What follows belongs to an exercise in optimizing a design on an open flow for small area; a production flow would make more cautious choices.
The RTL was checked by simulation tests, not by an equivalence proof against the original design.
Power and IR drop assume default switching activity.

==> run a: inputs <==
==> flow/design.v <==
module wire_guard (
    input  wire        clk,
    input  wire        rst_n,
    input  wire        cmd_valid,
    output wire        cmd_ready,
    input  wire        cmd_op,         
    input  wire [3:0]  cmd_chan,
    input  wire [15:0] cmd_cur,        
    input  wire [3:0]  cmd_csa,        
    input  wire [15:0] cmd_kcoef,      
    input  wire [9:0]  cmd_tau,        
    input  wire [10:0] cmd_dtmax,      
    input  wire [6:0]  cmd_winit,      
    input  wire        cmd_init,       
    output wire        res_valid,
    output reg  [3:0]  res_chan,       
    output reg  [35:0] res_theta,      
    output wire        res_latch
);
    localparam [35:0] DEF_THETA = 36'd2500000000;
    localparam [15:0] DEF_KCOEF = 16'd3800;
    localparam [9:0]  DEF_TAU   = 10'd40;
    localparam [10:0] DEF_DTMAX = 11'd500;
    localparam [17:0] ALPHA_N   = 18'd214748;    
    localparam [2:0] S_IDLE = 3'd0, S_INIT = 3'd1, S_X = 3'd2, S_Y = 3'd3,
                     S_Z = 3'd4, S_C = 3'd5;
    reg  [5:0] ph;
    reg  [2:0] state;
    wire [3:0] chan = res_chan;
    wire st_x = (state == S_X);
    wire st_y = (state == S_Y);
    wire st_z = (state == S_Z);
    wire st_c = (state == S_C);
    wire st_init = (state == S_INIT);
    wire st_idle = (state == S_IDLE);
    wire ph36 = (ph == 6'd36);
    wire ph31 = (ph == 6'd31);
    wire ph32 = (ph == 6'd32);
    wire ph_hi = (ph >= 6'd31);
    wire free_x = st_idle | st_init;              
    wire free_c = st_idle | st_z | st_c;          
    wire go_x = free_x & ph36 & cmd_valid & ~cmd_op;
    wire go_c = free_c & ph31 & cmd_valid & cmd_op;
    assign cmd_ready = (st_x & ph36) | (st_c & (ph == 6'd30));
    assign res_valid = (st_z | st_c) & ph31;
    always @(posedge clk) begin
        if (!rst_n) begin
            ph    <= 6'd0;
            state <= S_INIT;
        end else begin
            ph <= ph36 ? 6'd0 : ph + 6'd1;
            if (go_x)
                state <= S_X;
            else if (go_c)
                state <= S_C;
            else case (state)
                S_INIT:  if (ph36) state <= S_IDLE;
                S_X:     if (ph36) state <= S_Y;
                S_Y:     if (ph36) state <= S_Z;
                S_Z:     if (ph31) state <= S_IDLE;
                S_C:     if (ph31) state <= S_IDLE;
                default: state <= S_IDLE;
            endcase
        end
        if (go_x | go_c)
            res_chan <= cmd_chan;
    end
    wire [15:0] a36, a31, b01, b12, b25;
    wire        a_head = a36[chan];
    wire        a_tap  = a31[chan];
    wire        b_t01  = b01[chan];
    wire        b_t12  = b12[chan];
    wire        b_t25  = b25[chan];
    wire [5:0]  ia = (ph >= 6'd32) ? ph - 6'd32 : ph + 6'd5;    
    wire [36:0] def_a = {1'b0, DEF_THETA};
    wire [36:0] def_b = {DEF_TAU, DEF_KCOEF, DEF_DTMAX};
    wire        da = def_a[ia];
    wire        db = def_b[ph];
    reg  [15:0] kval;
    always @* begin
        case (cmd_csa)
            4'd1:    kval = 16'd16000;
            4'd2:    kval = 16'd9500;
            4'd3:    kval = 16'd5500;
            4'd4:    kval = 16'd3800;
            4'd5:    kval = 16'd2200;
            4'd6:    kval = 16'd1100;
            4'd7:    kval = 16'd550;
            4'd8:    kval = 16'd300;
            4'd9:    kval = 16'd140;
            4'd10:   kval = 16'd70;
            4'd11:   kval = 16'd36;
            default: kval = cmd_kcoef;
        endcase
    end
    reg kcap;                                
    always @(posedge clk) kcap <= cmd_tau[4];
    wire [36:0] cfg_b = {cmd_tau, kval, cmd_dtmax};
    wire        cb = ph31 ? kcap : cfg_b[ph];
    wire        wa;                          
    wire        wa_en = st_init | (st_y & (ph >= 6'd32)) | st_z | st_c;
    wire        wb_en = st_init | st_c;
    wire        wa_d = st_init ? da : wa;
    wire        wb_d = st_init ? db : cb;
    genvar g;
    generate
        for (g = 0; g < 16; g = g + 1) begin : g_ch
            reg  [36:0] ra;
            reg  [36:0] rb;
            wire sel = st_init | (chan == g);
            always @(posedge clk) begin
                ra <= {ra[35:32], (wa_en & sel) ? wa_d : ra[31], ra[30:0], ra[36]};
                rb <= {rb[35:0], (wb_en & sel) ? wb_d : rb[36]};
            end
            assign a36[g] = ra[36];
            assign a31[g] = ra[31];
            assign b01[g] = rb[1];
            assign b12[g] = rb[12];
            assign b25[g] = rb[25];
        end
    endgenerate
    wire        neg = cmd_cur[15];
    wire [15:0] mag = cmd_cur ^ {16{neg}};
    reg  [17:0] alpha;
    reg  [9:0]  tau;
    reg         x1;
    always @* begin
        x1 = 1'b0;
        if (st_x & (ph < 6'd16))                       x1 = b_t25;
        if ((st_z | (st_c & ~cmd_init)) & (ph >= 6'd2) & (ph <= 6'd12)) x1 = b_t01;
        if (st_c & cmd_init & (ph <= 6'd10))           x1 = cb;
    end
    wire [16:0] b1 = st_x ? {1'b0, mag} : (st_c & cmd_init) ? {10'd0, cmd_winit} : 17'd78125;
    reg  [16:0] acc1;
    wire [17:0] sum1 = {1'b0, acc1} + (x1 ? {1'b0, b1} : 18'd0) + {17'd0, x1 & neg & st_x};
    wire        out1 = sum1[0];
    always @(posedge clk)
        acc1 <= ph_hi ? 17'd0 : sum1[17:1];
    reg         bw;
    reg         sat;
    reg         r36;
    wire        din_ok = st_y & (ph < 6'd36);
    wire        sv  = din_ok & (sat | r36);
    wire        tv  = din_ok & a_head;
    wire        bwi = bw & ~(st_y & (ph == 6'd0));
    wire        dif = sv ^ tv ^ bwi;
    always @(posedge clk)
        bw <= (~sv & tv) | (~(sv ^ tv) & bwi);
    wire        x2 = (st_y | st_z) ? dif : out1;
    wire [17:0] b2 = st_x ? {2'b0, mag} : st_c ? 18'd3125 : alpha;
    reg  [17:0] acc2;
    wire [18:0] sum2 = {1'b0, acc2} + (x2 ? {1'b0, b2} : 19'd0) + {18'd0, x2 & neg & st_x};
    wire        out2 = sum2[0];
    wire        clr2 = st_idle | st_init | (st_x & ph36) | (st_c & ph_hi);
    always @(posedge clk)
        acc2 <= clr2 ? 18'd0 : sum2[18:1];
    always @(posedge clk)
        if (st_x & ph36) sat <= |acc2;
    reg         cy;
    wire        cyi = cy & ~(st_y & ph32);
    wire        thn = out2 ^ a_tap ^ cyi;
    always @(posedge clk)
        cy <= (out2 & a_tap) | (cyi & (out2 ^ a_tap));
    reg  ge, le, dly;
    wire first  = (st_y | st_c) & ph32;
    wire gei  = first | ge;
    wire lei  = first ? ((st_c & cmd_init) ? ((cmd_winit <= 7'd50) | (cmd_dtmax == 11'd0)) : 1'b1) : le;
    wire dlyi = ~first & dly;
    wire cmp_on = ~(st_c & cmd_init);
    wire rel_f = lei & ~dlyi;                  
    wire lat_n = (st_z & gei) | (a_tap & ~rel_f);
    assign wa = ph31 ? lat_n :
                (st_y | st_z) ? thn :
                cmd_init ? (ph_hi ? 1'b0 : out2) : a_tap;
    always @(posedge clk) begin
        ge  <= (wa != out1) ? wa : gei;
        le  <= (cmp_on & (dlyi != out1)) ? out1 : lei;
        dly <= cmp_on & wa;
    end
    reg  [9:0]  rem;
    wire [4:0]  nk  = 5'd30 - ph[4:0];
    wire [10:0] rsh = {(ph == 6'd13) ? 10'd0 : rem, ALPHA_N[nk]};
    wire        qb  = (rsh >= {1'b0, tau});
    wire [10:0] rnx = qb ? rsh - {1'b0, tau} : rsh;
    always @(posedge clk) begin
        if (st_x & (ph >= 6'd3) & (ph <= 6'd12))
            tau <= {b_t12, tau[9:1]};
        if (st_x & (ph >= 6'd13) & (ph <= 6'd30))
            alpha <= {alpha[16:0], qb};
        rem <= rnx[9:0];
    end
    always @(posedge clk) begin
        res_theta <= {st_x ? out2 : wa, res_theta[35:1]};
        r36       <= res_theta[0];
    end
    assign res_latch = wa;
endmodule
==> flow/flow/run.sh <==
#!/bin/bash
# The standard layout (standard.sh) with these changes:
#  synthesis: ABC maps with flow/abc_area.script (deepsyn AIG rewriting for
#    60 s, then area-oriented &nf mapping,
#    no buffering or resizing inside ABC), adders are not mapped to
#    Kogge-Stone carry trees or to half/full-adder cells. Flip-flops are
#    mapped exactly as in the standard synthesis.
#  CTS: clkbuf_8 clock tree, sink clusters of up to 16, no dummy loads.
#  ports: buffered with buf_1.
# Each step's full output goes to a log file in this folder (and ORFS's own
# per-step logs under orfs/logs).
set -euo pipefail
here=$(pwd)
mkdir -p "$here/scripts"
for f in "$FLOW_HOME"/scripts/*; do
  ln -sf "$f" "$here/scripts/"
done
rm -f "$here/scripts/abc_area.script"
cp "$here/flow/abc_area.script" "$here/scripts/abc_area.script"

bash standard.sh \
  "SCRIPTS_DIR=$here/scripts" \
  "ADDER_MAP_FILE=" \
  "SYNTH_OPERATIONS_ARGS=-noshare" \
  synth > "$here/log_synth.txt" 2>&1

bash standard.sh \
  "CTS_ARGS=-sink_clustering_enable -repair_clock_nets -dont_use_dummy_load -buf_list sky130_fd_sc_hd__clkbuf_8 -sink_clustering_size 18 -sink_clustering_max_diameter 60" \
  "BUFFER_PORTS_ARGS=-buffer_cell sky130_fd_sc_hd__buf_1" \
  finish > "$here/log_layout.txt" 2>&1
==> flow/flow/abc_area.script <==
strash
&get -n
&fraig -x
&put
scorr
dc2
dretime
strash
&get -n
&deepsyn -T 60
&dch -f
&nf -R 1000 -p -F 8 -C 32
&put
==> flow/standard.sh <==
#!/bin/bash
# synth_recipe.tcl (not shown) runs the flow's synth.tcl, then flattens the netlist and writes it again
# the make line also repeats each setting of config.mk as NAME=value (left out here)
make -C /OpenROAD-flow-scripts/flow DESIGN_CONFIG=/design/flow/config.mk WORK_HOME=/design/flow/orfs CLKGATE_MAP_FILE= SYNTH_SCRIPT=/design/flow/synth_recipe.tcl "${@:-finish}"
==> flow/config.mk <==
export PLATFORM = sky130hd
export DESIGN_NAME = wire_guard
export DESIGN_NICKNAME = wire_guard
export VERILOG_FILES = /design/flow/design.v
export SDC_FILE = /design/flow/constraint.sdc
export NUM_CORES = 4
export LEC_CHECK = 0
export ABC_AREA = 1
export ABC_CLOCK_PERIOD_IN_PS = 35000
export CAP_MARGIN = 20
export CORE_MARGIN = 2
export CORE_UTILIZATION = 70
export PLACE_DENSITY = 0.8
export SLEW_MARGIN = 20
==> flow/constraint.sdc <==
create_clock -name core_clock -period 35.0 [get_ports {clk}]
set_input_delay 7.0000 -clock core_clock [delete_from_list [all_inputs] [get_ports {clk}]]
set_output_delay 7.0000 -clock core_clock [all_outputs]
set_load 0.01 [all_outputs]
==> run b: changes against run a <==
--- a/flow/flow/run.sh
+++ b/flow/flow/run.sh
@@ -1,6 +1,5 @@
 #!/bin/bash
 # The standard layout (standard.sh) with these changes:
-#  synthesis: ABC maps with flow/abc_area.script (deepsyn AIG rewriting for
-#    60 s, then area-oriented &nf mapping,
+#  synthesis: ABC maps with flow/abc_area.script (area-oriented &nf mapping,
 #    no buffering or resizing inside ABC), adders are not mapped to
 #    Kogge-Stone carry trees or to half/full-adder cells. Flip-flops are
@@ -26,5 +25,5 @@
 
 bash standard.sh \
-  "CTS_ARGS=-sink_clustering_enable -repair_clock_nets -dont_use_dummy_load -buf_list sky130_fd_sc_hd__clkbuf_8 -sink_clustering_size 18 -sink_clustering_max_diameter 60" \
+  "CTS_ARGS=-sink_clustering_enable -repair_clock_nets -dont_use_dummy_load -buf_list sky130_fd_sc_hd__clkbuf_8 -sink_clustering_size 16 -sink_clustering_max_diameter 60" \
   "BUFFER_PORTS_ARGS=-buffer_cell sky130_fd_sc_hd__buf_1" \
   finish > "$here/log_layout.txt" 2>&1
==> flow/flow/abc_area.script (replaced) <==
strash
&get -n
&fraig -x
&put
scorr
dc2
dretime
strash
&get -n
&dch -f
&nf
&put
==> run c: changes against run a <==
--- a/flow/design.v
+++ b/flow/design.v
@@ -14,6 +14,6 @@
     input  wire        cmd_init,       
     output wire        res_valid,
-    output reg  [3:0]  res_chan,       
-    output reg  [35:0] res_theta,      
+    output wire [3:0]  res_chan,
+    output wire [35:0] res_theta,
     output wire        res_latch
 );
@@ -27,5 +27,5 @@
     reg  [5:0] ph;
     reg  [2:0] state;
-    wire [3:0] chan = res_chan;
+    reg  [3:0] chan;
     wire st_x = (state == S_X);
     wire st_y = (state == S_Y);
@@ -44,4 +44,5 @@
     assign cmd_ready = (st_x & ph36) | (st_c & (ph == 6'd30));
     assign res_valid = (st_z | st_c) & ph31;
+    assign res_chan  = chan;
     always @(posedge clk) begin
         if (!rst_n) begin
@@ -64,15 +65,15 @@
         end
         if (go_x | go_c)
-            res_chan <= cmd_chan;
-    end
-    wire [15:0] a36, a31, b01, b12, b25;
+            chan <= cmd_chan;
+    end
+    wire [15:0] a36, a31, b36, b12, b25;
     wire        a_head = a36[chan];
     wire        a_tap  = a31[chan];
-    wire        b_t01  = b01[chan];
+    wire        b_head = b36[chan];
     wire        b_t12  = b12[chan];
     wire        b_t25  = b25[chan];
     wire [5:0]  ia = (ph >= 6'd32) ? ph - 6'd32 : ph + 6'd5;    
     wire [36:0] def_a = {1'b0, DEF_THETA};
-    wire [36:0] def_b = {DEF_TAU, DEF_KCOEF, DEF_DTMAX};
+    wire [36:0] def_b = {DEF_KCOEF[12:0], DEF_DTMAX, DEF_TAU, DEF_KCOEF[15:13]};
     wire        da = def_a[ia];
     wire        db = def_b[ph];
@@ -95,6 +96,6 @@
     end
     reg kcap;                                
-    always @(posedge clk) kcap <= cmd_tau[4];
-    wire [36:0] cfg_b = {cmd_tau, kval, cmd_dtmax};
+    always @(posedge clk) kcap <= kval[7];
+    wire [36:0] cfg_b = {kval[12:0], cmd_dtmax, cmd_tau, kval[15:13]};
     wire        cb = ph31 ? kcap : cfg_b[ph];
     wire        wa;                          
@@ -115,11 +116,10 @@
             assign a36[g] = ra[36];
             assign a31[g] = ra[31];
-            assign b01[g] = rb[1];
+            assign b36[g] = rb[36];
             assign b12[g] = rb[12];
             assign b25[g] = rb[25];
         end
     endgenerate
-    wire        neg = cmd_cur[15];
-    wire [15:0] mag = cmd_cur ^ {16{neg}};
+    wire [15:0] mag = cmd_cur[15] ? (~cmd_cur + 16'd1) : cmd_cur;
     reg  [17:0] alpha;
     reg  [9:0]  tau;
@@ -127,11 +127,12 @@
     always @* begin
         x1 = 1'b0;
-        if (st_x & (ph < 6'd16))                       x1 = b_t25;
-        if ((st_z | (st_c & ~cmd_init)) & (ph >= 6'd2) & (ph <= 6'd12)) x1 = b_t01;
-        if (st_c & cmd_init & (ph <= 6'd10))           x1 = cb;
+        if (st_x & (ph < 6'd16))                       x1 = b_t12;
+        if (st_z & (ph >= 6'd2) & (ph <= 6'd12))       x1 = b_t25;
+        if (st_c & cmd_init & (ph <= 6'd10))           x1 = cmd_dtmax[ph[3:0]];
+        if (st_c & ~cmd_init & (ph >= 6'd2) & (ph <= 6'd12)) x1 = cmd_dtmax[ph[3:0] - 4'd2];
     end
     wire [16:0] b1 = st_x ? {1'b0, mag} : (st_c & cmd_init) ? {10'd0, cmd_winit} : 17'd78125;
     reg  [16:0] acc1;
-    wire [17:0] sum1 = {1'b0, acc1} + (x1 ? {1'b0, b1} : 18'd0) + {17'd0, x1 & neg & st_x};
+    wire [17:0] sum1 = {1'b0, acc1} + (x1 ? {1'b0, b1} : 18'd0);
     wire        out1 = sum1[0];
     always @(posedge clk)
@@ -139,7 +140,8 @@
     reg         bw;
     reg         sat;
-    reg         r36;
+    wire [36:0] R_w;
+    reg  [36:0] R;
     wire        din_ok = st_y & (ph < 6'd36);
-    wire        sv  = din_ok & (sat | r36);
+    wire        sv  = din_ok & (sat | R[36]);
     wire        tv  = din_ok & a_head;
     wire        bwi = bw & ~(st_y & (ph == 6'd0));
@@ -150,5 +152,5 @@
     wire [17:0] b2 = st_x ? {2'b0, mag} : st_c ? 18'd3125 : alpha;
     reg  [17:0] acc2;
-    wire [18:0] sum2 = {1'b0, acc2} + (x2 ? {1'b0, b2} : 19'd0) + {18'd0, x2 & neg & st_x};
+    wire [18:0] sum2 = {1'b0, acc2} + (x2 ? {1'b0, b2} : 19'd0);
     wire        out2 = sum2[0];
     wire        clr2 = st_idle | st_init | (st_x & ph36) | (st_c & ph_hi);
@@ -185,13 +187,17 @@
     always @(posedge clk) begin
         if (st_x & (ph >= 6'd3) & (ph <= 6'd12))
-            tau <= {b_t12, tau[9:1]};
-        if (st_x & (ph >= 6'd13) & (ph <= 6'd30))
+            tau <= {b_head, tau[9:1]};
+        if (st_x & (ph >= 6'd13) & (ph <= 6'd30)) begin
+            rem   <= rnx[9:0];
             alpha <= {alpha[16:0], qb};
-        rem <= rnx[9:0];
-    end
-    always @(posedge clk) begin
-        res_theta <= {st_x ? out2 : wa, res_theta[35:1]};
-        r36       <= res_theta[0];
-    end
+        end
+    end
+    always @(posedge clk)
+        R <= {R[35:0], st_x ? out2 : wa};
+    generate
+        for (g = 0; g < 36; g = g + 1) begin : g_res
+            assign res_theta[g] = R[35 - g];
+        end
+    endgenerate
     assign res_latch = wa;
 endmodule
==> flow/run.sh (new file) <==
#!/bin/bash
# synth_recipe.tcl (not shown) runs the flow's synth.tcl, then flattens the netlist and writes it again
# the make line also repeats each setting of config.mk as NAME=value (left out here)
make -C /OpenROAD-flow-scripts/flow DESIGN_CONFIG=/design/flow/config.mk WORK_HOME=/design/flow/orfs CLKGATE_MAP_FILE= SYNTH_SCRIPT=/design/flow/synth_recipe.tcl finish
--- a/flow/config.mk
+++ b/flow/config.mk
@@ -6,9 +6,8 @@
 export NUM_CORES = 4
 export LEC_CHECK = 0
-export ABC_AREA = 1
-export ABC_CLOCK_PERIOD_IN_PS = 35000
 export CAP_MARGIN = 20
 export CORE_MARGIN = 2
-export CORE_UTILIZATION = 70
-export PLACE_DENSITY = 0.8
+export CORE_UTILIZATION = 40
+export CTS_BUF_LIST = sky130_fd_sc_hd__clkbuf_4
+export PLACE_DENSITY = 0.6
 export SLEW_MARGIN = 20
removed: flow/flow/run.sh
removed: flow/flow/abc_area.script
removed: flow/standard.sh
==> metrics.md <==
| Metric | Value |
|---|---|
| Result of the run | timing/DRC/antenna clean |
| Number of inserted filler cells in the final layout | between 2000 and 2500 |
| Combinational Power | ~140 µW |
| Mean instance size in the synthesized netlist | 15.4 µm² |
| Clock buffer count from CTS | 83 |
| Number of vias per cell | slightly above 5 |
| Die width | about 210 µm |
| Count of multi-input combinational gates | roughly 680 |
(the above is from run a)
==> metrics.md <==
| Metric | Value |
|---|---|
| Combinational Power | roughly 360 µW |
| Die width | 295 µm |
| Count of multi-input combinational gates | around 850 |
| Result of the run | timing/DRC/antenna clean |
| Number of vias per cell | about 4.4 |
(the above is from run c)
==> metrics.md <==
| Metric | Value |
|---|---|
| Result of the run | timing/DRC/antenna clean |
| Number of vias per cell | 5.25 |
| Die width | 215 µm |
| Count of multi-input combinational gates | a little over 700 |
| Mean instance size in the synthesized netlist | 15.2 µm² |
| Clock buffer count from CTS | between 90 and 100 |
| Number of inserted filler cells in the final layout | about 2400 |
(the above is from run b)

## separate check: timing with driven ports
No port has a modelled driver above. Below, the same layouts with a new extraction and two added sets of constraints.
Step 1, drivers: a clkbuf_16 drives clk and a buf_2 each remaining input, both assumed.
Step 2 adds t to the input delays and takes it off the output delays; t is the mean of the earliest and latest rising clock arrival at the registers after step 1. Input paths then give back, and output paths get back, about the clock's delay inside the block.
Three values: ideal, step 1, step 2; two values: the first two.
run	shift t [ns]	setup slack, ns	worst register clock-pin slew, ns	cell pins on the clock port's net
run a	0.706	15.149 / 15.116 / 15.116	0.11 / 0.11	1
run b	0.714	14.977 / 14.943 / 14.943	0.11 / 0.11	1
run c	1.089	15.892 / 15.865 / 15.865	0.07 / 0.07	1
After both steps setup and hold are still met in every run listed. For run b, which loses most, drivers alone change the setup slack by -0.034 ns; drivers and shift together by -0.034 ns.
